From an optimization exercise on the open Yosys and OpenROAD flow, aimed at small area and a short achievable clock period; shortcuts taken in it are not production practice. Only simulation tests tie the RTL to the original design; equivalence was not proved. No activity file was given, so power comes from the tool's default toggle rates.

File: flow/standard.sh
#!/bin/bash
# synth_recipe.tcl (not shown) runs the flow's synth.tcl, then flattens the netlist and writes it again
# the make line also repeats each setting of config.mk as NAME=value (left out here)
make -C /OpenROAD-flow-scripts/flow DESIGN_CONFIG=/design/flow/config.mk WORK_HOME=/design/flow/orfs CLKGATE_MAP_FILE= SYNTH_SCRIPT=/design/flow/synth_recipe.tcl "${@:-finish}"
File: flow/flow/run.sh
#!/bin/bash
# Layout flow: the standard ORFS flow (standard.sh, which reads the
# settings of config.mk) with two changes:
#  - a setup slack margin for ORFS's timing repair (repair_timing in
#    floorplan, CTS and global route): the repair then works on every path
#    longer than 75 - 59.0 = 16.0 ns, so it shortens the stages of this
#    design rather than stopping at the 75 ns clock period. The clock period
#    and the constraints stay the design's; gate cloning is skipped;
#  - the port buffers that the standard flow puts on every input and output
#    port are of the smallest buffer cell.
# All of make's output, including every tool's log, goes to flow_make.log
# here; ORFS keeps each step's own log under orfs/logs.
set -uo pipefail
bash standard.sh SETUP_SLACK_MARGIN=59.0 SKIP_GATE_CLONING=1 \
    "BUFFER_PORTS_ARGS=-buffer_cell sky130_fd_sc_hd__buf_1" finish > flow_make.log 2>&1
File: flow/config.mk
export PLATFORM = sky130hd
export DESIGN_NAME = block_quantiser
export DESIGN_NICKNAME = block_quantiser
export VERILOG_FILES = /design/flow/design.v
export SDC_FILE = /design/flow/constraint.sdc
export NUM_CORES = 8
export LEC_CHECK = 0
export ABC_AREA = 1
export CAP_MARGIN = 40
export CORE_MARGIN = 2
export CORE_UTILIZATION = 43
export CTS_CLUSTER_DIAMETER = 120
export CTS_CLUSTER_SIZE = 22
export PLACE_DENSITY = 0.63
export SLEW_MARGIN = 40
File: flow/constraint.sdc
create_clock -name core_clock -period 75.0 [get_ports {clk}]
set_input_delay 15.0000 -clock core_clock [delete_from_list [all_inputs] [get_ports {clk}]]
set_output_delay 15.0000 -clock core_clock [all_outputs]
set_load 0.01 [all_outputs]
File: flow/design.v
module block_quantiser (
    input  wire         clk,
    input  wire         rst,            
    input  wire         in_valid,
    input  wire [511:0] in_data,        
    input  wire [1:0]   in_fmt,         
    input  wire [2:0]   in_esc_shift,   
    input  wire [31:0]  in_outlier,     
    input  wire         in_blight,
    output reg          out_valid,
    output reg  [15:0]  out_scale,      
    output reg  [255:0] out_codes,      
    output reg  [1:0]   out_esc_count,
    output reg  [4:0]   out_esc0_pos,
    output reg  [15:0]  out_esc0_val,
    output reg  [4:0]   out_esc1_pos,
    output reg  [15:0]  out_esc1_val
);
    integer i, b;
    function [31:0] kbit(input [479:0] keys, input integer bb);
        integer k;
        begin
            for (k = 0; k < 32; k = k + 1) kbit[k] = keys[15*k + bb];
        end
    endfunction
    function [47:0] elim(input [31:0] al_in, input [479:0] keys,
                         input integer hb, input integer lb);
        reg [31:0] al, x1, x0;
        reg [15:0] v;
        reg d1, d0;
        integer bb;
        begin
            al = al_in;
            v  = 16'd0;
            for (bb = hb; bb > lb; bb = bb - 2) begin
                x1 = kbit(keys, bb);
                x0 = kbit(keys, bb - 1);
                d1 = |(al & x1);
                d0 = d1 ? |(al & x1 & x0) : |(al & x0);
                al = al & (x1 | {32{~d1}}) & (x0 | {32{~d0}});
                v  = {v[13:0], d1, d0};
            end
            if (((hb - lb) % 2) == 0) begin
                x1 = kbit(keys, lb);
                d1 = |(al & x1);
                al = al & (x1 | {32{~d1}});
                v  = {v[14:0], d1};
            end
            elim = {v, al};
        end
    endfunction
    function ge15(input [14:0] a, input [14:0] b);
        integer k;
        reg r;
        begin
            r = 1'b1;
            for (k = 0; k < 15; k = k + 1)
                r = (a[k] & ~b[k]) | (~(~a[k] & b[k]) & r);
            ge15 = r;
        end
    endfunction
    function [5:0] dstep(input [5:0] h, input [4:0] dv);
        integer k;
        reg [5:0] bw;
        reg [4:0] df;
        reg g;
        begin
            bw[0] = 1'b0;
            for (k = 0; k < 5; k = k + 1) begin
                df[k]   = h[k] ^ dv[k] ^ bw[k];
                bw[k+1] = (~h[k] & dv[k]) | (~h[k] & bw[k]) | (dv[k] & bw[k]);
            end
            g = h[5] | ~bw[5];
            dstep = {g, g ? df : h[4:0]};
        end
    endfunction
    function automatic [1:0] cnt2_r(input [31:0] v, input integer lo, input integer n);
        reg [1:0] x, y;
        begin
            if (n == 1) cnt2_r = {1'b0, v[lo]};
            else begin
                x = cnt2_r(v, lo, n / 2);
                y = cnt2_r(v, lo + n / 2, n - n / 2);
                cnt2_r = {x[1] | y[1] | (x[0] & y[0]), x[0] | y[0]};
            end
        end
    endfunction
    function [1:0] cnt2(input [31:0] v);
        cnt2 = cnt2_r(v, 0, 32);
    endfunction
    function automatic [2:0] cnt4_r(input [31:0] v, input integer lo, input integer n);
        reg [2:0] x, y;
        reg [3:0] z;
        begin
            if (n == 1) cnt4_r = {2'b00, v[lo]};
            else begin
                x = cnt4_r(v, lo, n / 2);
                y = cnt4_r(v, lo + n / 2, n - n / 2);
                z = {1'b0, x} + {1'b0, y};
                cnt4_r = (z > 4'd4) ? 3'd4 : z[2:0];
            end
        end
    endfunction
    function [2:0] cnt4(input [31:0] v);
        cnt4 = cnt4_r(v, 0, 32);
    endfunction
    function [4:0] enc32(input [31:0] v);
        integer k;
        reg [4:0] p;
        begin
            p = 5'd0;
            for (k = 0; k < 32; k = k + 1)
                if (v[k]) p = p | k[4:0];
            enc32 = p;
        end
    endfunction
    function automatic [32:0] first1_r(input [31:0] v, input integer lo, input integer n);
        reg [32:0] x, y;
        begin
            first1_r = 33'd0;
            if (n == 1) first1_r = {v[lo], 31'd0, v[lo]};
            else begin
                x = first1_r(v, lo, n / 2);
                y = first1_r(v, lo + n / 2, n - n / 2);
                first1_r[32] = x[32] | y[32];
                first1_r[31:0] = x[31:0] | ((x[32] ? 32'd0 : y[31:0]) << (n / 2));
            end
        end
    endfunction
    function [31:0] first1(input [31:0] v);
        reg [32:0] f;
        begin
            f = first1_r(v, 0, 32);
            first1 = f[31:0];
        end
    endfunction
    function exceeds(input [14:0] big, input [14:0] nxt, input [2:0] sh);
        reg [8:0] ne;
        begin
            ne = {1'b0, nxt[14:7]} + {5'd0, sh} + 9'd1;
            if (nxt[14:7] == 8'd0)
                exceeds = (big[14:7] != 8'd0);
            else
                exceeds = ({1'b0, big} > {ne, nxt[6:0]});
        end
    endfunction
    function [7:0] bq_dm(input [8:0] idx);
        begin
            case (idx)
            9'd0: bq_dm = 8'h53;
            9'd1: bq_dm = 8'h53;
            9'd2: bq_dm = 8'h53;
            9'd3: bq_dm = 8'h53;
            9'd4: bq_dm = 8'h53;
            9'd5: bq_dm = 8'h53;
            9'd6: bq_dm = 8'h54;
            9'd7: bq_dm = 8'h54;
            9'd8: bq_dm = 8'h54;
            9'd9: bq_dm = 8'h54;
            9'd10: bq_dm = 8'h54;
            9'd11: bq_dm = 8'h54;
            9'd12: bq_dm = 8'h54;
            9'd13: bq_dm = 8'h55;
            9'd14: bq_dm = 8'h55;
            9'd15: bq_dm = 8'h55;
            9'd16: bq_dm = 8'h55;
            9'd17: bq_dm = 8'h55;
            9'd18: bq_dm = 8'h55;
            9'd19: bq_dm = 8'h55;
            9'd20: bq_dm = 8'h56;
            9'd21: bq_dm = 8'h56;
            9'd22: bq_dm = 8'h56;
            9'd23: bq_dm = 8'h56;
            9'd24: bq_dm = 8'h56;
            9'd25: bq_dm = 8'h56;
            9'd26: bq_dm = 8'h56;
            9'd27: bq_dm = 8'h57;
            9'd28: bq_dm = 8'h57;
            9'd29: bq_dm = 8'h57;
            9'd30: bq_dm = 8'h57;
            9'd31: bq_dm = 8'h57;
            9'd32: bq_dm = 8'h57;
            9'd33: bq_dm = 8'h57;
            9'd34: bq_dm = 8'h58;
            9'd35: bq_dm = 8'h58;
            9'd36: bq_dm = 8'h58;
            9'd37: bq_dm = 8'h58;
            9'd38: bq_dm = 8'h58;
            9'd39: bq_dm = 8'h58;
            9'd40: bq_dm = 8'h58;
            9'd41: bq_dm = 8'h59;
            9'd42: bq_dm = 8'h59;
            9'd43: bq_dm = 8'h59;
            9'd44: bq_dm = 8'h59;
            9'd45: bq_dm = 8'h59;
            9'd46: bq_dm = 8'h59;
            9'd47: bq_dm = 8'h59;
            9'd48: bq_dm = 8'h5a;
            9'd49: bq_dm = 8'h5a;
            9'd50: bq_dm = 8'h5a;
            9'd51: bq_dm = 8'h5a;
            9'd52: bq_dm = 8'h5a;
            9'd53: bq_dm = 8'h5a;
            9'd54: bq_dm = 8'h5a;
            9'd55: bq_dm = 8'h5b;
            9'd56: bq_dm = 8'h5b;
            9'd57: bq_dm = 8'h5b;
            9'd58: bq_dm = 8'h5b;
            9'd59: bq_dm = 8'h5b;
            9'd60: bq_dm = 8'h5b;
            9'd61: bq_dm = 8'h5b;
            9'd62: bq_dm = 8'h5c;
            9'd63: bq_dm = 8'h5c;
            9'd64: bq_dm = 8'h5c;
            9'd65: bq_dm = 8'h5c;
            9'd66: bq_dm = 8'h5c;
            9'd67: bq_dm = 8'h5c;
            9'd68: bq_dm = 8'h5c;
            9'd69: bq_dm = 8'h5d;
            9'd70: bq_dm = 8'h5d;
            9'd71: bq_dm = 8'h5d;
            9'd72: bq_dm = 8'h5d;
            9'd73: bq_dm = 8'h5d;
            9'd74: bq_dm = 8'h5d;
            9'd75: bq_dm = 8'h5d;
            9'd76: bq_dm = 8'h5e;
            9'd77: bq_dm = 8'h5e;
            9'd78: bq_dm = 8'h5e;
            9'd79: bq_dm = 8'h5e;
            9'd80: bq_dm = 8'h5e;
            9'd81: bq_dm = 8'h5e;
            9'd82: bq_dm = 8'h5e;
            9'd83: bq_dm = 8'h5f;
            9'd84: bq_dm = 8'h5f;
            9'd85: bq_dm = 8'h5f;
            9'd86: bq_dm = 8'h5f;
            9'd87: bq_dm = 8'h5f;
            9'd88: bq_dm = 8'h5f;
            9'd89: bq_dm = 8'h5f;
            9'd90: bq_dm = 8'h60;
            9'd91: bq_dm = 8'h60;
            9'd92: bq_dm = 8'h60;
            9'd93: bq_dm = 8'h60;
            9'd94: bq_dm = 8'h60;
            9'd95: bq_dm = 8'h60;
            9'd96: bq_dm = 8'h60;
            9'd97: bq_dm = 8'h61;
            9'd98: bq_dm = 8'h61;
            9'd99: bq_dm = 8'h61;
            9'd100: bq_dm = 8'h61;
            9'd101: bq_dm = 8'h61;
            9'd102: bq_dm = 8'h61;
            9'd103: bq_dm = 8'h61;
            9'd104: bq_dm = 8'h61;
            9'd105: bq_dm = 8'h61;
            9'd106: bq_dm = 8'h61;
            9'd107: bq_dm = 8'h61;
            9'd108: bq_dm = 8'h61;
            9'd109: bq_dm = 8'h61;
            9'd110: bq_dm = 8'h61;
            9'd111: bq_dm = 8'h62;
            9'd112: bq_dm = 8'h62;
            9'd113: bq_dm = 8'h62;
            9'd114: bq_dm = 8'h62;
            9'd115: bq_dm = 8'h62;
            9'd116: bq_dm = 8'h62;
            9'd117: bq_dm = 8'h62;
            9'd118: bq_dm = 8'h62;
            9'd119: bq_dm = 8'h62;
            9'd120: bq_dm = 8'h62;
            9'd121: bq_dm = 8'h62;
            9'd122: bq_dm = 8'h62;
            9'd123: bq_dm = 8'h62;
            9'd124: bq_dm = 8'h62;
            9'd125: bq_dm = 8'h63;
            9'd126: bq_dm = 8'h63;
            9'd127: bq_dm = 8'h63;
            9'd128: bq_dm = 8'h66;
            9'd129: bq_dm = 8'h66;
            9'd130: bq_dm = 8'h66;
            9'd131: bq_dm = 8'h66;
            9'd132: bq_dm = 8'h66;
            9'd133: bq_dm = 8'h67;
            9'd134: bq_dm = 8'h67;
            9'd135: bq_dm = 8'h67;
            9'd136: bq_dm = 8'h67;
            9'd137: bq_dm = 8'h67;
            9'd138: bq_dm = 8'h67;
            9'd139: bq_dm = 8'h68;
            9'd140: bq_dm = 8'h68;
            9'd141: bq_dm = 8'h68;
            9'd142: bq_dm = 8'h68;
            9'd143: bq_dm = 8'h68;
            9'd144: bq_dm = 8'h68;
            9'd145: bq_dm = 8'h69;
            9'd146: bq_dm = 8'h69;
            9'd147: bq_dm = 8'h69;
            9'd148: bq_dm = 8'h69;
            9'd149: bq_dm = 8'h69;
            9'd150: bq_dm = 8'h69;
            9'd151: bq_dm = 8'h6a;
            9'd152: bq_dm = 8'h6a;
            9'd153: bq_dm = 8'h6a;
            9'd154: bq_dm = 8'h6a;
            9'd155: bq_dm = 8'h6a;
            9'd156: bq_dm = 8'h6a;
            9'd157: bq_dm = 8'h6b;
            9'd158: bq_dm = 8'h6b;
            9'd159: bq_dm = 8'h6b;
            9'd160: bq_dm = 8'h6b;
            9'd161: bq_dm = 8'h6b;
            9'd162: bq_dm = 8'h6b;
            9'd163: bq_dm = 8'h6c;
            9'd164: bq_dm = 8'h6c;
            9'd165: bq_dm = 8'h6c;
            9'd166: bq_dm = 8'h6c;
            9'd167: bq_dm = 8'h6c;
            9'd168: bq_dm = 8'h6c;
            9'd169: bq_dm = 8'h6d;
            9'd170: bq_dm = 8'h6d;
            9'd171: bq_dm = 8'h6d;
            9'd172: bq_dm = 8'h6d;
            9'd173: bq_dm = 8'h6d;
            9'd174: bq_dm = 8'h6d;
            9'd175: bq_dm = 8'h6e;
            9'd176: bq_dm = 8'h6e;
            9'd177: bq_dm = 8'h6e;
            9'd178: bq_dm = 8'h6e;
            9'd179: bq_dm = 8'h6e;
            9'd180: bq_dm = 8'h6e;
            9'd181: bq_dm = 8'h6f;
            9'd182: bq_dm = 8'h6f;
            9'd183: bq_dm = 8'h6f;
            9'd184: bq_dm = 8'h6f;
            9'd185: bq_dm = 8'h6f;
            9'd186: bq_dm = 8'h6f;
            9'd187: bq_dm = 8'h70;
            9'd188: bq_dm = 8'h70;
            9'd189: bq_dm = 8'h70;
            9'd190: bq_dm = 8'h70;
            9'd191: bq_dm = 8'h70;
            9'd192: bq_dm = 8'h70;
            9'd193: bq_dm = 8'h71;
            9'd194: bq_dm = 8'h71;
            9'd195: bq_dm = 8'h71;
            9'd196: bq_dm = 8'h71;
            9'd197: bq_dm = 8'h71;
            9'd198: bq_dm = 8'h71;
            9'd199: bq_dm = 8'h71;
            9'd200: bq_dm = 8'h71;
            9'd201: bq_dm = 8'h71;
            9'd202: bq_dm = 8'h71;
            9'd203: bq_dm = 8'h71;
            9'd204: bq_dm = 8'h71;
            9'd205: bq_dm = 8'h72;
            9'd206: bq_dm = 8'h72;
            9'd207: bq_dm = 8'h72;
            9'd208: bq_dm = 8'h72;
            9'd209: bq_dm = 8'h72;
            9'd210: bq_dm = 8'h72;
            9'd211: bq_dm = 8'h72;
            9'd212: bq_dm = 8'h72;
            9'd213: bq_dm = 8'h72;
            9'd214: bq_dm = 8'h72;
            9'd215: bq_dm = 8'h72;
            9'd216: bq_dm = 8'h72;
            9'd217: bq_dm = 8'h73;
            9'd218: bq_dm = 8'h73;
            9'd219: bq_dm = 8'h73;
            9'd220: bq_dm = 8'h73;
            9'd221: bq_dm = 8'h73;
            9'd222: bq_dm = 8'h73;
            9'd223: bq_dm = 8'h73;
            9'd224: bq_dm = 8'h73;
            9'd225: bq_dm = 8'h73;
            9'd226: bq_dm = 8'h73;
            9'd227: bq_dm = 8'h73;
            9'd228: bq_dm = 8'h73;
            9'd229: bq_dm = 8'h74;
            9'd230: bq_dm = 8'h74;
            9'd231: bq_dm = 8'h74;
            9'd232: bq_dm = 8'h74;
            9'd233: bq_dm = 8'h74;
            9'd234: bq_dm = 8'h74;
            9'd235: bq_dm = 8'h74;
            9'd236: bq_dm = 8'h74;
            9'd237: bq_dm = 8'h74;
            9'd238: bq_dm = 8'h74;
            9'd239: bq_dm = 8'h74;
            9'd240: bq_dm = 8'h74;
            9'd241: bq_dm = 8'h75;
            9'd242: bq_dm = 8'h75;
            9'd243: bq_dm = 8'h75;
            9'd244: bq_dm = 8'h75;
            9'd245: bq_dm = 8'h75;
            9'd246: bq_dm = 8'h75;
            9'd247: bq_dm = 8'h75;
            9'd248: bq_dm = 8'h75;
            9'd249: bq_dm = 8'h75;
            9'd250: bq_dm = 8'h75;
            9'd251: bq_dm = 8'h75;
            9'd252: bq_dm = 8'h75;
            9'd253: bq_dm = 8'h76;
            9'd254: bq_dm = 8'h76;
            9'd255: bq_dm = 8'h76;
            9'd256: bq_dm = 8'h80;
            9'd257: bq_dm = 8'h81;
            9'd258: bq_dm = 8'h81;
            9'd259: bq_dm = 8'h81;
            9'd260: bq_dm = 8'h81;
            9'd261: bq_dm = 8'h81;
            9'd262: bq_dm = 8'h81;
            9'd263: bq_dm = 8'h81;
            9'd264: bq_dm = 8'h81;
            9'd265: bq_dm = 8'h82;
            9'd266: bq_dm = 8'h82;
            9'd267: bq_dm = 8'h82;
            9'd268: bq_dm = 8'h82;
            9'd269: bq_dm = 8'h82;
            9'd270: bq_dm = 8'h82;
            9'd271: bq_dm = 8'h82;
            9'd272: bq_dm = 8'h82;
            9'd273: bq_dm = 8'h83;
            9'd274: bq_dm = 8'h83;
            9'd275: bq_dm = 8'h83;
            9'd276: bq_dm = 8'h83;
            9'd277: bq_dm = 8'h83;
            9'd278: bq_dm = 8'h83;
            9'd279: bq_dm = 8'h83;
            9'd280: bq_dm = 8'h83;
            9'd281: bq_dm = 8'h84;
            9'd282: bq_dm = 8'h84;
            9'd283: bq_dm = 8'h84;
            9'd284: bq_dm = 8'h84;
            9'd285: bq_dm = 8'h84;
            9'd286: bq_dm = 8'h84;
            9'd287: bq_dm = 8'h84;
            9'd288: bq_dm = 8'h84;
            9'd289: bq_dm = 8'h85;
            9'd290: bq_dm = 8'h85;
            9'd291: bq_dm = 8'h85;
            9'd292: bq_dm = 8'h85;
            9'd293: bq_dm = 8'h85;
            9'd294: bq_dm = 8'h85;
            9'd295: bq_dm = 8'h85;
            9'd296: bq_dm = 8'h85;
            9'd297: bq_dm = 8'h86;
            9'd298: bq_dm = 8'h86;
            9'd299: bq_dm = 8'h86;
            9'd300: bq_dm = 8'h86;
            9'd301: bq_dm = 8'h86;
            9'd302: bq_dm = 8'h86;
            9'd303: bq_dm = 8'h86;
            9'd304: bq_dm = 8'h86;
            9'd305: bq_dm = 8'h87;
            9'd306: bq_dm = 8'h87;
            9'd307: bq_dm = 8'h87;
            9'd308: bq_dm = 8'h87;
            9'd309: bq_dm = 8'h87;
            9'd310: bq_dm = 8'h87;
            9'd311: bq_dm = 8'h87;
            9'd312: bq_dm = 8'h87;
            9'd313: bq_dm = 8'h88;
            9'd314: bq_dm = 8'h88;
            9'd315: bq_dm = 8'h88;
            9'd316: bq_dm = 8'h88;
            9'd317: bq_dm = 8'h88;
            9'd318: bq_dm = 8'h88;
            9'd319: bq_dm = 8'h88;
            9'd320: bq_dm = 8'h88;
            9'd321: bq_dm = 8'h89;
            9'd322: bq_dm = 8'h89;
            9'd323: bq_dm = 8'h89;
            9'd324: bq_dm = 8'h89;
            9'd325: bq_dm = 8'h89;
            9'd326: bq_dm = 8'h89;
            9'd327: bq_dm = 8'h89;
            9'd328: bq_dm = 8'h89;
            9'd329: bq_dm = 8'h8a;
            9'd330: bq_dm = 8'h8a;
            9'd331: bq_dm = 8'h8a;
            9'd332: bq_dm = 8'h8a;
            9'd333: bq_dm = 8'h8a;
            9'd334: bq_dm = 8'h8a;
            9'd335: bq_dm = 8'h8a;
            9'd336: bq_dm = 8'h8a;
            9'd337: bq_dm = 8'h8b;
            9'd338: bq_dm = 8'h8b;
            9'd339: bq_dm = 8'h8b;
            9'd340: bq_dm = 8'h8b;
            9'd341: bq_dm = 8'h8b;
            9'd342: bq_dm = 8'h8b;
            9'd343: bq_dm = 8'h8b;
            9'd344: bq_dm = 8'h8b;
            9'd345: bq_dm = 8'h8c;
            9'd346: bq_dm = 8'h8c;
            9'd347: bq_dm = 8'h8c;
            9'd348: bq_dm = 8'h8c;
            9'd349: bq_dm = 8'h8c;
            9'd350: bq_dm = 8'h8c;
            9'd351: bq_dm = 8'h8c;
            9'd352: bq_dm = 8'h8c;
            9'd353: bq_dm = 8'h8d;
            9'd354: bq_dm = 8'h8d;
            9'd355: bq_dm = 8'h8d;
            9'd356: bq_dm = 8'h8d;
            9'd357: bq_dm = 8'h8d;
            9'd358: bq_dm = 8'h8d;
            9'd359: bq_dm = 8'h8d;
            9'd360: bq_dm = 8'h8d;
            9'd361: bq_dm = 8'h8e;
            9'd362: bq_dm = 8'h8e;
            9'd363: bq_dm = 8'h8e;
            9'd364: bq_dm = 8'h8e;
            9'd365: bq_dm = 8'h8e;
            9'd366: bq_dm = 8'h8e;
            9'd367: bq_dm = 8'h8e;
            9'd368: bq_dm = 8'h8e;
            9'd369: bq_dm = 8'h8f;
            9'd370: bq_dm = 8'h8f;
            9'd371: bq_dm = 8'h8f;
            9'd372: bq_dm = 8'h8f;
            9'd373: bq_dm = 8'h8f;
            9'd374: bq_dm = 8'h8f;
            9'd375: bq_dm = 8'h8f;
            9'd376: bq_dm = 8'h8f;
            9'd377: bq_dm = 8'h90;
            9'd378: bq_dm = 8'h90;
            9'd379: bq_dm = 8'h90;
            9'd380: bq_dm = 8'h90;
            9'd381: bq_dm = 8'h90;
            9'd382: bq_dm = 8'h90;
            9'd383: bq_dm = 8'h90;
            9'd384: bq_dm = 8'h11;
            9'd385: bq_dm = 8'h11;
            9'd386: bq_dm = 8'h11;
            9'd387: bq_dm = 8'h11;
            9'd388: bq_dm = 8'h11;
            9'd389: bq_dm = 8'h11;
            9'd390: bq_dm = 8'h11;
            9'd391: bq_dm = 8'h12;
            9'd392: bq_dm = 8'h12;
            9'd393: bq_dm = 8'h12;
            9'd394: bq_dm = 8'h12;
            9'd395: bq_dm = 8'h12;
            9'd396: bq_dm = 8'h12;
            9'd397: bq_dm = 8'h12;
            9'd398: bq_dm = 8'h12;
            9'd399: bq_dm = 8'h13;
            9'd400: bq_dm = 8'h13;
            9'd401: bq_dm = 8'h13;
            9'd402: bq_dm = 8'h13;
            9'd403: bq_dm = 8'h13;
            9'd404: bq_dm = 8'h13;
            9'd405: bq_dm = 8'h13;
            9'd406: bq_dm = 8'h13;
            9'd407: bq_dm = 8'h14;
            9'd408: bq_dm = 8'h14;
            9'd409: bq_dm = 8'h14;
            9'd410: bq_dm = 8'h14;
            9'd411: bq_dm = 8'h14;
            9'd412: bq_dm = 8'h14;
            9'd413: bq_dm = 8'h14;
            9'd414: bq_dm = 8'h14;
            9'd415: bq_dm = 8'h15;
            9'd416: bq_dm = 8'h15;
            9'd417: bq_dm = 8'h15;
            9'd418: bq_dm = 8'h15;
            9'd419: bq_dm = 8'h15;
            9'd420: bq_dm = 8'h15;
            9'd421: bq_dm = 8'h15;
            9'd422: bq_dm = 8'h15;
            9'd423: bq_dm = 8'h16;
            9'd424: bq_dm = 8'h16;
            9'd425: bq_dm = 8'h16;
            9'd426: bq_dm = 8'h16;
            9'd427: bq_dm = 8'h16;
            9'd428: bq_dm = 8'h16;
            9'd429: bq_dm = 8'h16;
            9'd430: bq_dm = 8'h16;
            9'd431: bq_dm = 8'h17;
            9'd432: bq_dm = 8'h17;
            9'd433: bq_dm = 8'h17;
            9'd434: bq_dm = 8'h17;
            9'd435: bq_dm = 8'h17;
            9'd436: bq_dm = 8'h17;
            9'd437: bq_dm = 8'h17;
            9'd438: bq_dm = 8'h17;
            9'd439: bq_dm = 8'h18;
            9'd440: bq_dm = 8'h18;
            9'd441: bq_dm = 8'h18;
            9'd442: bq_dm = 8'h18;
            9'd443: bq_dm = 8'h18;
            9'd444: bq_dm = 8'h18;
            9'd445: bq_dm = 8'h18;
            9'd446: bq_dm = 8'h18;
            9'd447: bq_dm = 8'h19;
            9'd448: bq_dm = 8'h19;
            9'd449: bq_dm = 8'h19;
            9'd450: bq_dm = 8'h19;
            9'd451: bq_dm = 8'h19;
            9'd452: bq_dm = 8'h19;
            9'd453: bq_dm = 8'h19;
            9'd454: bq_dm = 8'h19;
            9'd455: bq_dm = 8'h1a;
            9'd456: bq_dm = 8'h1a;
            9'd457: bq_dm = 8'h1a;
            9'd458: bq_dm = 8'h1a;
            9'd459: bq_dm = 8'h1a;
            9'd460: bq_dm = 8'h1a;
            9'd461: bq_dm = 8'h1a;
            9'd462: bq_dm = 8'h1a;
            9'd463: bq_dm = 8'h1b;
            9'd464: bq_dm = 8'h1b;
            9'd465: bq_dm = 8'h1b;
            9'd466: bq_dm = 8'h1b;
            9'd467: bq_dm = 8'h1b;
            9'd468: bq_dm = 8'h1b;
            9'd469: bq_dm = 8'h1b;
            9'd470: bq_dm = 8'h1b;
            9'd471: bq_dm = 8'h1c;
            9'd472: bq_dm = 8'h1c;
            9'd473: bq_dm = 8'h1c;
            9'd474: bq_dm = 8'h1c;
            9'd475: bq_dm = 8'h1c;
            9'd476: bq_dm = 8'h1c;
            9'd477: bq_dm = 8'h1c;
            9'd478: bq_dm = 8'h1c;
            9'd479: bq_dm = 8'h1d;
            9'd480: bq_dm = 8'h1d;
            9'd481: bq_dm = 8'h1d;
            9'd482: bq_dm = 8'h1d;
            9'd483: bq_dm = 8'h1d;
            9'd484: bq_dm = 8'h1d;
            9'd485: bq_dm = 8'h1d;
            9'd486: bq_dm = 8'h1d;
            9'd487: bq_dm = 8'h1e;
            9'd488: bq_dm = 8'h1e;
            9'd489: bq_dm = 8'h1e;
            9'd490: bq_dm = 8'h1e;
            9'd491: bq_dm = 8'h1e;
            9'd492: bq_dm = 8'h1e;
            9'd493: bq_dm = 8'h1e;
            9'd494: bq_dm = 8'h1e;
            9'd495: bq_dm = 8'h1f;
            9'd496: bq_dm = 8'h1f;
            9'd497: bq_dm = 8'h1f;
            9'd498: bq_dm = 8'h1f;
            9'd499: bq_dm = 8'h1f;
            9'd500: bq_dm = 8'h1f;
            9'd501: bq_dm = 8'h1f;
            9'd502: bq_dm = 8'h1f;
            9'd503: bq_dm = 8'h20;
            9'd504: bq_dm = 8'h20;
            9'd505: bq_dm = 8'h20;
            9'd506: bq_dm = 8'h20;
            9'd507: bq_dm = 8'h20;
            9'd508: bq_dm = 8'h20;
            9'd509: bq_dm = 8'h20;
            9'd510: bq_dm = 8'h20;
            9'd511: bq_dm = 8'h21;
            default: bq_dm = 8'h00;
            endcase
        end
    endfunction
    function [479:0] keys_of(input [511:0] d);
        integer k;
        begin
            for (k = 0; k < 32; k = k + 1) keys_of[15*k +: 15] = d[16*k +: 15];
        end
    endfunction
    function [31:0] signs_of(input [511:0] d);
        integer k;
        begin
            for (k = 0; k < 32; k = k + 1) signs_of[k] = d[16*k + 15];
        end
    endfunction
    function [31:0] exp_ff(input [511:0] d);
        integer k;
        begin
            for (k = 0; k < 32; k = k + 1) exp_ff[k] = (d[16*k+14 -: 8] == 8'hFF);
        end
    endfunction
    function [31:0] exp_nz(input [511:0] d);
        integer k;
        begin
            for (k = 0; k < 32; k = k + 1) exp_nz[k] = (d[16*k+14 -: 8] != 8'h00);
        end
    endfunction
    function [15:0] nfval(input [31:0] sel, input [511:0] d);
        integer k;
        reg s, n;
        begin
            s = 1'b0;
            n = 1'b0;
            for (k = 0; k < 32; k = k + 1) begin
                s = s | (sel[k] & d[16*k+15]);
                n = n | (sel[k] & (d[16*k +: 7] != 7'd0));
            end
            nfval = n ? 16'h7FC0 : {s, 15'h7F80};
        end
    endfunction
    reg         r0_valid;
    reg [511:0] r0_data;
    reg [1:0]   r0_fmt;
    reg [2:0]   r0_shift;
    reg [31:0]  r0_ok;          
    reg [31:0]  r0_nf;          
    reg [31:0]  r0_fin;         
    reg         r0_blight;
    always @(posedge clk) begin
        if (rst) r0_valid <= 1'b0;
        else     r0_valid <= in_valid;
        r0_data    <= in_data;
        r0_fmt     <= in_fmt;
        r0_shift   <= in_esc_shift;
        r0_ok      <= ~in_outlier & ~exp_ff(in_data) & exp_nz(in_data);
        r0_nf      <= ~in_outlier & exp_ff(in_data);
        r0_fin     <= ~in_outlier & ~exp_ff(in_data);
        r0_blight  <= in_blight;
    end
    wire [479:0] a_key = keys_of(r0_data);
    wire [31:0]  a_nf  = r0_nf;
    wire [31:0]  a_ok  = r0_ok;
    wire [2:0]   a_nfc = cnt4(r0_nf);                  
    wire [2:0]   a_cc  = cnt4(r0_fin);                 
    wire [47:0]  a_e0  = elim(a_ok, a_key, 14, 7);
    wire [31:0]  a_L0  = a_e0[31:0];
    wire [47:0]  a_f0  = elim(a_L0, a_key, 6, 0);
    wire [47:0]  a_e1  = elim(a_ok & ~a_L0, a_key, 14, 7);
    reg         ra_valid;
    reg [511:0] ra_data;
    reg [31:0]  ra_ok, ra_nf;
    reg [2:0]   ra_nfc, ra_cc;
    reg [14:0]  ra_t0;
    reg [31:0]  ra_L0, ra_L1;
    reg [7:0]   ra_E1;
    reg [1:0]   ra_fmt;
    reg [2:0]   ra_shift;
    reg         ra_blight;
    always @(posedge clk) begin
        if (rst) ra_valid <= 1'b0;
        else     ra_valid <= r0_valid;
        ra_data   <= r0_data;
        ra_ok     <= a_ok;
        ra_nf     <= a_nf;
        ra_nfc    <= a_nfc;
        ra_cc     <= a_cc;
        ra_t0     <= {a_e0[39:32], a_f0[38:32]};
        ra_L0     <= a_L0;
        ra_L1     <= a_e1[31:0];
        ra_E1     <= a_e1[39:32];
        ra_fmt    <= r0_fmt;
        ra_shift  <= r0_shift;
        ra_blight <= r0_blight;
    end
    wire [479:0] b_key = keys_of(ra_data);
    wire [47:0]  b_f1  = elim(ra_L1, b_key, 6, 0);
    wire [14:0]  b_t1  = {ra_E1, b_f1[38:32]};
    wire [47:0]  b_e2  = elim(ra_ok & ~ra_L0 & ~ra_L1, b_key, 14, 7);
    wire [31:0]  b_L2  = b_e2[31:0];
    wire [7:0]   b_E2  = b_e2[39:32];
    wire [47:0]  b_f2  = elim(b_L2, b_key, 6, 0);
    wire [14:0]  b_t2  = {b_E2, b_f2[38:32]};
    wire [31:0]  b_ok3 = ra_ok & ~ra_L0 & ~ra_L1 & ~b_L2;
    reg  [8:0]  b_thr_e;
    reg         b_low;
    reg  [31:0] b_reach;
    always @* begin
        b_thr_e = {1'b0, b_E2} - {6'd0, ra_shift} - 9'd1;    
        b_low   = b_thr_e[8] || b_thr_e == 9'd0;           
        for (i = 0; i < 32; i = i + 1)
            b_reach[i] = b_ok3[i] && (b_low || ge15(b_key[15*i +: 15], {b_thr_e[7:0], b_t2[6:0]}));
    end
    wire [1:0] b_n0 = cnt2(ra_L0);
    wire [1:0] b_n1 = cnt2(ra_L1);
    wire [1:0] b_n2 = cnt2(b_L2);
    wire b_e01 = (ra_cc >= 3'd2) && b_n0[0] && !b_n0[1] && exceeds(ra_t0, b_t1, ra_shift);
    wire b_e12 = (ra_cc >= 3'd3) && b_n1[0] && !b_n1[1] && exceeds(b_t1, b_t2, ra_shift);
    wire b_e23 = (ra_cc >= 3'd4) && b_n2[0] && !b_n2[1] && !(|b_reach);
    wire [31:0] b_nfa  = first1(ra_nf);
    wire [31:0] b_nfb  = first1(ra_nf & ~b_nfa);
    reg         rb_valid;
    reg [511:0] rb_data;
    reg [31:0]  rb_ok, rb_nf;
    reg [2:0]   rb_nfc;
    reg [14:0]  rb_t0, rb_t1, rb_t2;
    reg [31:0]  rb_L0, rb_L1;
    reg         rb_e01, rb_e12, rb_e23;
    reg [4:0]   rb_pnfa, rb_pnfb, rb_p0, rb_p1;
    reg [15:0]  rb_vnfa, rb_vnfb;
    reg         rb_s0, rb_s1;
    reg [1:0]   rb_fmt;
    reg         rb_blight;
    always @(posedge clk) begin
        if (rst) rb_valid <= 1'b0;
        else     rb_valid <= ra_valid;
        rb_data   <= ra_data;
        rb_ok     <= ra_ok;
        rb_nf     <= ra_nf;
        rb_nfc    <= ra_nfc;
        rb_t0     <= ra_t0;
        rb_t1     <= b_t1;
        rb_t2     <= b_t2;
        rb_L0     <= ra_L0;
        rb_L1     <= ra_L1;
        rb_e01    <= b_e01;
        rb_e12    <= b_e12;
        rb_e23    <= b_e23;
        rb_pnfa   <= enc32(b_nfa);
        rb_pnfb   <= enc32(b_nfb);
        rb_p0     <= enc32(ra_L0);
        rb_p1     <= enc32(ra_L1);
        rb_vnfa   <= nfval(b_nfa, ra_data);
        rb_vnfb   <= nfval(b_nfb, ra_data);
        rb_s0     <= |(ra_L0 & signs_of(ra_data));
        rb_s1     <= |(ra_L1 & signs_of(ra_data));
        rb_fmt    <= ra_fmt;
        rb_blight <= ra_blight;
    end
    wire c_nonfinite = (rb_nfc >= 3'd3);
    wire c_add0 = rb_e01 && (rb_nfc <= 3'd1);
    wire c_add1 = c_add0 && rb_e12 && (rb_nfc == 3'd0);
    wire c_promote = (rb_e01 && rb_nfc == 3'd2) ||
                     (c_add0 && rb_e12 && rb_nfc == 3'd1) ||
                     (c_add1 && rb_e23);
    wire c_x0 = c_add0 && !c_promote;            
    wire c_x1 = c_add1 && !c_promote;            
    wire [14:0] c_amax = c_x1 ? rb_t2 : (c_x0 ? rb_t1 : rb_t0);
    wire [1:0]  c_fmt  = c_promote ? 2'd3 : rb_fmt;
    wire [31:0] c_esc  = rb_nf | (c_x0 ? rb_L0 : 32'd0) | (c_x1 ? rb_L1 : 32'd0);
    wire [31:0] c_ok   = rb_ok & ~c_esc;
    wire [15:0] c_v0 = {rb_s0, rb_t0};
    wire [15:0] c_v1 = {rb_s1, rb_t1};
    reg [1:0]  c_cnt;
    reg [4:0]  c_pa, c_pb;
    reg [15:0] c_va, c_vb;
    always @* begin
        c_cnt = c_nonfinite ? 2'd0 : (c_x1 ? 2'd2 : (rb_nfc[1:0] + {1'b0, c_x0}));
        if (c_x1) begin
            if (rb_p1 < rb_p0) begin
                c_pa = rb_p1; c_va = c_v1; c_pb = rb_p0; c_vb = c_v0;
            end else begin
                c_pa = rb_p0; c_va = c_v0; c_pb = rb_p1; c_vb = c_v1;
            end
        end else if (c_x0 && rb_nfc == 3'd1) begin
            if (rb_p0 < rb_pnfa) begin
                c_pa = rb_p0; c_va = c_v0; c_pb = rb_pnfa; c_vb = rb_vnfa;
            end else begin
                c_pa = rb_pnfa; c_va = rb_vnfa; c_pb = rb_p0; c_vb = c_v0;
            end
        end else if (c_x0) begin
            c_pa = rb_p0; c_va = c_v0; c_pb = rb_p0; c_vb = c_v0;
        end else begin
            c_pa = rb_pnfa; c_va = rb_vnfa; c_pb = rb_pnfb; c_vb = rb_vnfb;
        end
        if (c_cnt < 2'd2) begin
            c_pb = 5'd0; c_vb = 16'd0;
        end
        if (c_cnt == 2'd0) begin
            c_pa = 5'd0; c_va = 16'd0;
        end
    end
    localparam integer CSTEPS = 2;
    wire [7:0] c_dm = bq_dm({c_fmt, c_amax[6:0]});
    reg  [9:0] c_en;
    reg  [7:0] c_e;
    reg  [3:0] c_m;
    always @* begin
        c_en = {2'b00, c_amax[14:7]} + {6'd0, c_dm[7:4]} - 10'd8;
        if (c_amax[14:7] == 8'd0) begin
            c_e = 8'd0;   c_m = 4'd0;
        end else if (c_en[9] || c_en == 10'd0) begin
            c_e = 8'd1;   c_m = 4'd0;
        end else if (c_en > 10'd254) begin
            c_e = 8'd254; c_m = 4'd15;
        end else begin
            c_e = c_en[7:0]; c_m = c_dm[3:0];
        end
    end
    wire [7:0] c_em1 = c_e - 8'd1;
    wire [3:0] c_c4  = c_e[3:0] + 4'd7;
    wire [4:0] c_dv  = {1'b1, c_m};
    reg [12:0] c_r [0:31];
    reg [6:0]  c_q [0:31];
    reg [12:0] cr;
    reg [5:0]  cst;
    reg [3:0]  u;
    reg        okq;
    always @* begin
        for (i = 0; i < 32; i = i + 1) begin
            okq = c_ok[i] && ge15({rb_data[16*i+14 -: 8], 7'd0}, {c_em1, 7'd0}) && (c_e != 8'd0);
            u   = c_c4 - rb_data[16*i+10 -: 4];
            cr   = okq ? ({1'b1, rb_data[16*i +: 7], 5'd0} >> u) : 13'd0;
            c_q[i] = 7'd0;
            for (b = 6; b > 6 - CSTEPS; b = b - 1) begin
                cst = dstep(cr[b+1 +: 6], c_dv);
                c_q[i][b] = cst[5];
                cr[b+1 +: 6] = {1'b0, cst[4:0]};
            end
            c_r[i] = cr;
        end
    end
    reg         rc_valid;
    reg [12:0]  rc_r [0:31];
    reg [6:0]   rc_q [0:31];
    reg [31:0]  rc_sign;
    reg [31:0]  rc_esc;
    reg [7:0]   rc_e;
    reg [3:0]   rc_m;
    reg [1:0]   rc_fmt;
    reg         rc_nonfinite;
    reg         rc_promote;
    reg         rc_blight;
    reg [1:0]   rc_cnt;
    reg [4:0]   rc_p0, rc_p1;
    reg [15:0]  rc_v0, rc_v1;
    always @(posedge clk) begin
        if (rst) rc_valid <= 1'b0;
        else     rc_valid <= rb_valid;
        for (i = 0; i < 32; i = i + 1) begin
            rc_r[i] <= c_r[i] & ((13'd1 << (13 - CSTEPS)) - 13'd1);
            rc_q[i] <= c_q[i] & ~((7'd1 << (7 - CSTEPS)) - 7'd1);
        end
        rc_sign      <= signs_of(rb_data);
        rc_esc       <= c_esc;
        rc_e         <= c_e;
        rc_m         <= c_m;
        rc_fmt       <= c_fmt;
        rc_nonfinite <= c_nonfinite;
        rc_promote   <= c_promote;
        rc_blight    <= rb_blight;
        rc_cnt       <= c_cnt;
        rc_p0        <= c_pa;
        rc_v0        <= c_va;
        rc_p1        <= c_pb;
        rc_v1        <= c_vb;
    end
    wire [4:0] d_dv = {1'b1, rc_m};
    reg [7:0]  code8 [0:31];
    reg [12:0] dr;
    reg [5:0]  dst;
    reg [6:0]  q;
    reg        rbit;
    always @* begin
        for (i = 0; i < 32; i = i + 1) begin
            dr = rc_r[i];
            q = rc_q[i];
            for (b = 6 - CSTEPS; b >= 0; b = b - 1) begin
                dst = dstep(dr[b+1 +: 6], d_dv);
                q[b] = dst[5];
                dr[b+1 +: 6] = {1'b0, dst[4:0]};
            end
            dst  = dstep(dr[5:0], d_dv);
            rbit = dst[5];
            if (rc_esc[i])
                code8[i] = 8'h80;
            else
                code8[i] = ({1'b0, q} ^ {8{rc_sign[i]}}) + {7'd0, rc_sign[i] ^ rbit};
        end
    end
    reg [255:0] codes;
    always @* begin
        codes = 256'd0;
        for (i = 0; i < 32; i = i + 1) begin
            case (rc_fmt)
                2'd0: codes[4*i +: 4] = {code8[i][7], code8[i][2:0]};
                2'd1: codes[3*i +: 3] = {code8[i][7], code8[i][1:0]};
                2'd2: codes[2*i +: 2] = {code8[i][7], code8[i][0]};
                default: codes[8*i +: 8] = code8[i];
            endcase
        end
    end
    always @(posedge clk) begin
        if (rst) out_valid <= 1'b0;
        else     out_valid <= rc_valid;
        if (rc_nonfinite) begin
            out_scale <= {8'hFF, 4'd0, 1'b0, 1'b0, rc_blight, 1'b0};
            out_codes <= 256'd0;
        end else begin
            out_scale <= {rc_e, rc_m, (rc_cnt != 2'd0), rc_promote, rc_blight, 1'b0};
            out_codes <= codes;
        end
        out_esc_count <= rc_cnt;
        out_esc0_pos  <= rc_p0;
        out_esc0_val  <= rc_v0;
        out_esc1_pos  <= rc_p1;
        out_esc1_val  <= rc_v1;
    end
endmodule
==> flow_metrics.py <==
metrics = {
    "setup_path": {
        "path_delay_family": "flip-flops",
        "cp_max_fo": 1,
        "end_kind": "primary output",
        "crit_type": "reg2out",
        "path_buf_inv": 1,
        "slowest_delay_ps": 470,
        "cp_data_arrival_time_ps": 1590,
        "cpMaxStageDelayCell": "dfxtp_4",
        "critPathLaunchType": "flop",
        "worstPathRequired_ps": 60000,
        "path_cells": "buf_6",
    },
    "detailed_routing": {
        "drt-pass1-iter-count": 11,
        "drtIter0Drc": 31700,
        "met3_length_um": 162000,
        "via_per_inst": 6.26,
        "wl_per_cell_um": 37.8,
        "drt-met1-wl_um": 419000,
        "top_layer": "met5",
        "wl_met2_um": 446000,
        "ant_nets": 0,
        "vias": 193000,
        "routed_wirelength_um": 1170000,
        "drc_errors": 0,
    },
    "finish": {
        "area.growth.synth_to_final_pct": 12.2,
        "final_cell_mix": "nand2_1, inv_1, dfxtp_1, nor2_1, nand3_1",
        "fin_nets": 27300,
        "instances_no_fill": 30900,
        "mostFrequentLayoutCell": "nand2_1",
        "drive_above_1_share": 0.0796,
    },
    "synthesis": {
        "synth.distinct_cells": 79,
        "synth_cells": 24200,
        "ys_seq_area_frac": 0.327,
        "syn-cell-area_um2": 176000,
        "ys_seq_elements": 2870,
        "yosysWarnings": 6,
        "synth_fp_nets": 26300,
        "synth_edf_count": 0,
        "ys.flop_type": "dfxtp_1",
        "avgSynthCellArea_um2": 7.27,
        "async_reset_ff_frac": 0,
    },
    "flow_run": {
        "maxCapViolCount": 0,
    },
    "grt": {
        "antenna_found_initial": 322,
        "grt_usage": 0.539,
        "grt-ovfl-total": 0,
        "grt_max_degree": 81,
        "grt_pass1_wl_um": 1520000,
        "grt_pass1_vias": 174000,
    },
    "pwr": {
        "p_leak_nw": 96.3,
        "p_seq_frac": 0.175,
        "p_clk_frac": 0.093,
        "p_int_w": 0.00441,
        "ir_drop_v": 0.0000946,
        "p_sw_w": 0.00668,
        "p_comb_frac": 0.731,
        "swShare": 0.602,
        "power-per-cell-area_nw_per_um2": 56.4,
    },
    "outcome": {
        "outcome": "complete, no violations",
    },
    "clock_tree": {
        "numClockSinks": 2870,
        "cts_tree": "done",
        "clk_latency_ps": 1050,
        "cts_buffers": 164,
        "cts-root-buf": "clkbuf_16",
        "cts.clk_slew.worst_paths_ps": 90,
        "cts_buffer_depth": 4,
        "h-tree-depth": 4,
    },
    "die": {
        "die_w_um": 643,
        "die_h_um": 643,
        "row_count": 234,
        "fp.dieArea_um2": 413000,
        "core_um2": 406000,
        "io_pins": 870,
        "start_util": 0.432,
    },
    "sta": {
        "finalHoldViolCount": 0,
        "period_needed_ps": 16590,
        "rsz0062_at_grt": "true",
        "drv_slew": 0,
        "fmax_ghz": 0.0603,
        "finalClockSkew_ps": 88.7,
        "timing.final.crit_share": 0.221,
        "tightest_slew_ps": 1170,
        "setup_viol_count_final": 0,
        "slew_headroom": 0.221,
        "setup_tns_ps": 0,
    },
    "place": {
        "globalplace.congestion": 1.19,
        "portBuffers": 868,
        "dp_hpwl_um": 970000,
        "dp_cells": 30300,
    },
    "min_path": {
        "hold_class": "reg2reg",
    },
}
[through the flow]
| step | cell area [µm²] | utilization | setup slack (ps) | hold slack [ps] | power [W] |
|---|---|---|---|---|---|
| after floorplan | 176000 | - | 59310 | 310 | 0.00673 |
| after global placement | 187000 | 0.460 | 53140 | 310 | 0.00929 |
| after detailed placement | 187000 | 0.461 | 55100 | 312 | 0.00949 |
| after CTS | 195000 | 0.479 | 58490 | 326 | 0.0106 |
| after global routing | 196000 | 0.483 | 58420 | 319 | 0.0117 |
| final | 197000 | 0.485 | 58410 | 307 | 0.0111 |
[metal layers]
| metal | up-vias | GRT usage |
|---|---|---|
| li1 | 81100 | - |
| met1 | 92000 | 0.632 |
| met2 | 15800 | 0.727 |
| met3 | 4207 | 0.223 |
| met4 | 92 | 0.524 |
| met5 | - | 0.0101 |
[path summary, 6_finish.rpt]
| kind | startpoint | end | slack (ps) | cells after the start |
|---|---|---|---|---|
| worst max-delay path | out_codes[252] | out_codes[252] | 58410 | 1 |
| worst min register to register | rb_data[15] | rc_sign[0] | 310 | 0 |
| worst min-delay path | rb_data[15] | rc_sign[0] | 310 | 0 |
| worst max register to register | r0_data[462] | ra_L1[20] | 58630 | 74 |
[logic make-up (layout without fill, tap and decap cells)]
logic type,after synthesis,after routing,share of synthesized area
AO/OA/AOI/OAI,3899,3899,0.129
XOR/XNOR,340,340,0.0170
adder cells (fa/ha/maj),1634,1634,0.148
buffers and inverters,4344,5374,0.0956
flip-flops,2870,2870,0.327
multiplexers,376,376,0.0217
other,1,238,0.0000214
AND/OR/NAND/NOR,10700,10700,0.262
[area by class of cell]
cell class	count	area (µm²)
timing repair buffer	1371	9630
tap	5428	6790
clock inverter	33	510
inverter	3790	14300
sequential	2870	57900
fill	40000	209000
clock buffer	180	4290
antenna	237	593
multi-input combinational	16900	103000
[state kept, by name, summed over array words and instances, names as in the netlist, 32 cells and up]
| register | flops |
|---|---|
| rc_sign | 32 |
| r0_ok | 32 |
| ra_L1 | 32 |
| rc_r | 351 |
| rc_esc | 32 |
| r0_data | 512 |
| rb_L0 | 32 |
| rb_L1 | 32 |
| ra_ok | 32 |
| rb_ok | 32 |
| ra_nf | 32 |
| rc_q | 64 |
| rb_data | 512 |
| out_codes | 256 |
| r0_nf | 32 |
| ra_L0 | 32 |
| rb_nf | 32 |
| ra_data | 512 |
| r0_fin | 32 |
[power groups by stage]
stage	Clock, W	Sequential [W]	Combinational (W)
6_report	0.00104	0.00194	0.00812
5_1_grt	0.00107	0.00193	0.00873
4_1_cts	0.00102	0.00191	0.00767
3_5_place_dp	0	0.00193	0.00755
3_3_place_gp	0	0.00193	0.00736
2_1_floorplan	0	0.00187	0.00487
[cells in the mapped netlist (all sizes together), types with 53 or more instances]
cell type | n | area, µm²
nand2 | 5427 | 20500
inv | 3759 | 14100
dfxtp | 2870 | 57500
nor2 | 2220 | 8390
nand3 | 1656 | 8460
o21ai | 1411 | 7070
a21oi | 1184 | 6060
ha | 864 | 10800
fa | 738 | 14800
nand4 | 642 | 4020
o22ai | 447 | 2800
clkbuf | 382 | 1430
mux2i | 344 | 3440
xor2 | 291 | 2550
o211ai | 212 | 1600
nor4 | 194 | 1230
nor3 | 191 | 966
or2 | 175 | 1090
buf | 172 | 1120
a211oi | 118 | 886
a22oi | 114 | 856
nand3b | 96 | 741
a221oi | 79 | 692
a31oi | 75 | 469
a21boi | 57 | 428
o221ai | 53 | 464
[repair_timing]
item | CTS | global route
hold buffers | 0 | 0
buffers inserted | 30 | 17
resized for setup | 850 | 304
endpoints found under the setup margin | 359 | 534
pin swaps | 17 | 21

## what the ideal ports hide
How much do the figures lean on ideal ports? The routed layout below was timed once more, with nothing changed but the port constraints. Step 1 sets driving cells, clkbuf_16 on the clock port and buf_2 on the other inputs (assumed; they add their load-dependent delay and slew). Step 2 times the ports against the registers' clock, not the clock port: input delays grow and output delays shrink by t, the midpoint of the rising clock arrivals with the driver on. Three values: ideal, step 1, step 2; two values: the first two.
t (ns): 1.135
setup WS [ns]: 58.409 / 58.274 / 58.544
worst setup path at the end: input to register
worst slew at a driven data input, ns: 0.33
After both steps this run still meets setup and hold. The setup slack of this run moves by -0.135 ns with the drivers and by +0.135 ns with both steps.
